Background: an optimization exercise with open tools, aiming at small area, a short achievable clock period and few clock cycles per item. Do not read the settings as production practice.
Function was checked by simulation only, so behaviour that the tests miss may differ from the original.

==> flow/design.v (excerpt) <==
module le_lane (
    input  wire        clk,
    input  wire        rst,           
    input  wire        start,
    input  wire [15:0] code,
    input  wire [15:0] vref,
    input  wire [15:0] sff,
    input  wire [20:0] vlink_mv,
    input  wire        vlink_ok,
    input  wire        at_dmax,
    input  wire [15:0] vscal,
    input  wire [15:0] vlnom,
    input  wire [31:0] kp,
    input  wire [31:0] ki,
    input  wire [31:0] kd,
    input  wire [31:0] dpole,
    input  wire [31:0] ll1_b0,
    input  wire [31:0] ll1_b1,
    input  wire [31:0] ll1_a1,
    input  wire [31:0] ll2_b0,
    input  wire [31:0] ll2_b1,
    input  wire [31:0] ll2_a1,
    input  wire [31:0] nb0,
    input  wire [31:0] nb1,
    input  wire [31:0] nb2,
    input  wire [31:0] na1,
    input  wire [31:0] na2,
    input  wire        nen,
    input  wire [15:0] dmax,
    input  wire [15:0] dmin,
    input  wire [15:0] imax,
    input  wire [15:0] llmax,
    input  wire [15:0] nmax,
    input  wire [15:0] ffmax,
    input  wire [14:0] emax,
    input  wire [5:0]  sat_clr,
    output wire        ready,
    output reg         done,
    output reg  [15:0] duty,
    output reg  [16:0] vout,
    output wire [15:0] err,
    output wire [31:0] integ_out,
    output reg  [15:0] ratio,
    output reg  [5:0]  sat,
    output reg         frz_hi,
    output reg         frz_lo
);
clock: 25.0 ns
lec_check: 0
cap_margin: 20
core_margin: 2
core_utilization: 45
slew_margin: 20
run.sh (not shown) runs the stock make flow with config.mk's settings and CLKGATE_MAP_FILE= SYNTH_SCRIPT=/design/flow/synth_recipe.tcl, a recipe that flattens the netlist after the stock synthesis.
The starting point passed the timing, design-rule and antenna checks.
Testbench counts at the start, summed over its fixed seeds: cycles 58,250, items 3,200.
Change:
==> flow/flow/run.sh (new file) <==
#!/bin/bash
# The standard layout (standard.sh, the standard flow's own ORFS run with the standard synthesis), with one
# change: the buffers that buffer_ports puts on every input and output port are plain
# sky130_fd_sc_hd__buf_2 cells instead of the delay buffers it picks by default.
# make's full output goes to standard.log here; ORFS keeps each step's log under orfs/logs.
set -euo pipefail
export BUFFER_PORTS_ARGS="-buffer_cell sky130_fd_sc_hd__buf_2"
bash standard.sh > standard.log 2>&1
==> flow/standard.sh (new file) <==
#!/bin/bash
# synth_recipe.tcl (not shown) runs the flow's synth.tcl, then flattens the netlist and writes it again
# the make line also repeats each setting of config.mk as NAME=value (left out here)
make -C /OpenROAD-flow-scripts/flow DESIGN_CONFIG=/design/flow/config.mk WORK_HOME=/design/flow/orfs CLKGATE_MAP_FILE= SYNTH_SCRIPT=/design/flow/synth_recipe.tcl "${@:-finish}"
--- a/flow/config.mk
+++ b/flow/config.mk
@@ -9,3 +9,3 @@
 export CORE_MARGIN = 2
-export CORE_UTILIZATION = 45
+export CORE_UTILIZATION = 50
 export SLEW_MARGIN = 20
removed: flow/run.sh
Utilization came out higher by 3.1 points.
Cell count shrinks by 2.4%.
Sequential cell count stays the same.
Routed wire length drops by 3.1%.
Clock-buffer cell count drops by 7.
Area after synthesis stays the same.
Final area shrinks by 4.7%.
Worst hold slack loses 4.2 ps.
Critical path depth goes down by 6.

* * *

Setup of red:
Another version of the RTL of le_lane (not shown whole).
For scale: ~790 flip-flops, about 810 I/O pins, about 84000 µm² of cells after synthesis.
Design le_lane, start of the top module:
module le_lane (
    input  wire        clk,
    input  wire        rst,           
    input  wire        start,
    input  wire [15:0] code,
    input  wire [15:0] vref,
    input  wire [15:0] sff,
    input  wire [20:0] vlink_mv,
    input  wire        vlink_ok,
    input  wire        at_dmax,
    input  wire [15:0] vscal,
    input  wire [15:0] vlnom,
    input  wire [31:0] kp,
    input  wire [31:0] ki,
    input  wire [31:0] kd,
    input  wire [31:0] dpole,
    input  wire [31:0] ll1_b0,
    input  wire [31:0] ll1_b1,
    input  wire [31:0] ll1_a1,
    input  wire [31:0] ll2_b0,
    input  wire [31:0] ll2_b1,
    input  wire [31:0] ll2_a1,
    input  wire [31:0] nb0,
    input  wire [31:0] nb1,
    input  wire [31:0] nb2,
    input  wire [31:0] na1,
    input  wire [31:0] na2,
    input  wire        nen,
    input  wire [15:0] dmax,
    input  wire [15:0] dmin,
    input  wire [15:0] imax,
    input  wire [15:0] llmax,
    input  wire [15:0] nmax,
    input  wire [15:0] ffmax,
    input  wire [14:0] emax,
    input  wire [5:0]  sat_clr,
    output wire        ready,
    output reg         done,
    output reg  [15:0] duty,
    output reg  [16:0] vout,
    output wire [15:0] err,
    output wire [31:0] integ_out,
    output reg  [15:0] ratio,
    output reg  [5:0]  sat,
    output reg         frz_hi,
    output reg         frz_lo
);
clock: 25.0 ns
lec_check: 0
cap_margin: 20
core_margin: 2
core_utilization: 50
slew_margin: 60
standard.sh (not shown) runs the stock make flow with config.mk's settings and CLKGATE_MAP_FILE= SYNTH_SCRIPT=/design/flow/synth_recipe.tcl, a recipe that flattens the netlist after the stock synthesis.
==> flow/flow/run.sh <==
#!/bin/bash
# The standard layout (standard.sh, the standard flow's own ORFS run with the standard synthesis), with one
# change: the buffers that buffer_ports puts on every input and output port are plain
# sky130_fd_sc_hd__buf_2 cells instead of the delay buffers it picks by default.
# make's full output goes to standard.log here; ORFS keeps each step's log under orfs/logs.
set -euo pipefail
export BUFFER_PORTS_ARGS="-buffer_cell sky130_fd_sc_hd__buf_2"
bash standard.sh > standard.log 2>&1
Testbench counts of red, summed over its fixed seeds: cycles 58,250, items 3,200.
Inputs modified between red and green:
- swapping 50 for 53 in CORE_UTILIZATION
- swapping 60 for 20 in SLEW_MARGIN
## What came out
Relative to red, green improves global-route wire length before repair. [green vs red] aggregate routed wire length: lower in green. Number of antenna diodes: green lower than red. Compared with red, die boundary height in green decreased by a few percent. Diff red -> green | number of buffer and inverter instances along the worst setup path | decrease of 3. Changes observed in green relative to red: fraction of the cycle the final worst path needs has increased; minimum period implied by the final worst setup slack climbed 300 ps. green vs red, post-placement setup slack went down by 73 ps.

## port drivers added, routing unchanged
No port has a modelled driver above. Below, the same layouts with a new extraction and two added sets of constraints. Step 1 (the two cells are an assumption about what drives the block):
set clk [get_ports {clk}]
set_driving_cell -lib_cell sky130_fd_sc_hd__clkbuf_16 $clk
set_driving_cell -lib_cell sky130_fd_sc_hd__buf_2 [delete_from_list [all_inputs] $clk]
Step 2, shift: input delay + t, output delay - t, t = (earliest + latest rising clock arrival at the registers) / 2. This alone moves slack from input paths to output paths. Slacks: no drivers / after step 1 / after step 2; pairs: no drivers / after step 1.
run	shift t [ns]	slack for setup (ns)	latest minus earliest clock arrival (ns)	worst register clock-pin slew, ns	pins driven straight from the clock port
the first run of note 1	0.836	16.267 / 16.267 / 16.267	0.053 / 0.053	0.08 / 0.08	1
the second run of note 1	0.834	15.331 / 15.331 / 15.331	0.044 / 0.044	0.07 / 0.07	1
red	0.826	16.565 / 16.565 / 16.565	0.055 / 0.055	0.08 / 0.08	1
green	0.814	16.270 / 16.270 / 16.270	0.060 / 0.061	0.08 / 0.08	1
After both steps every run listed still meets setup and hold.
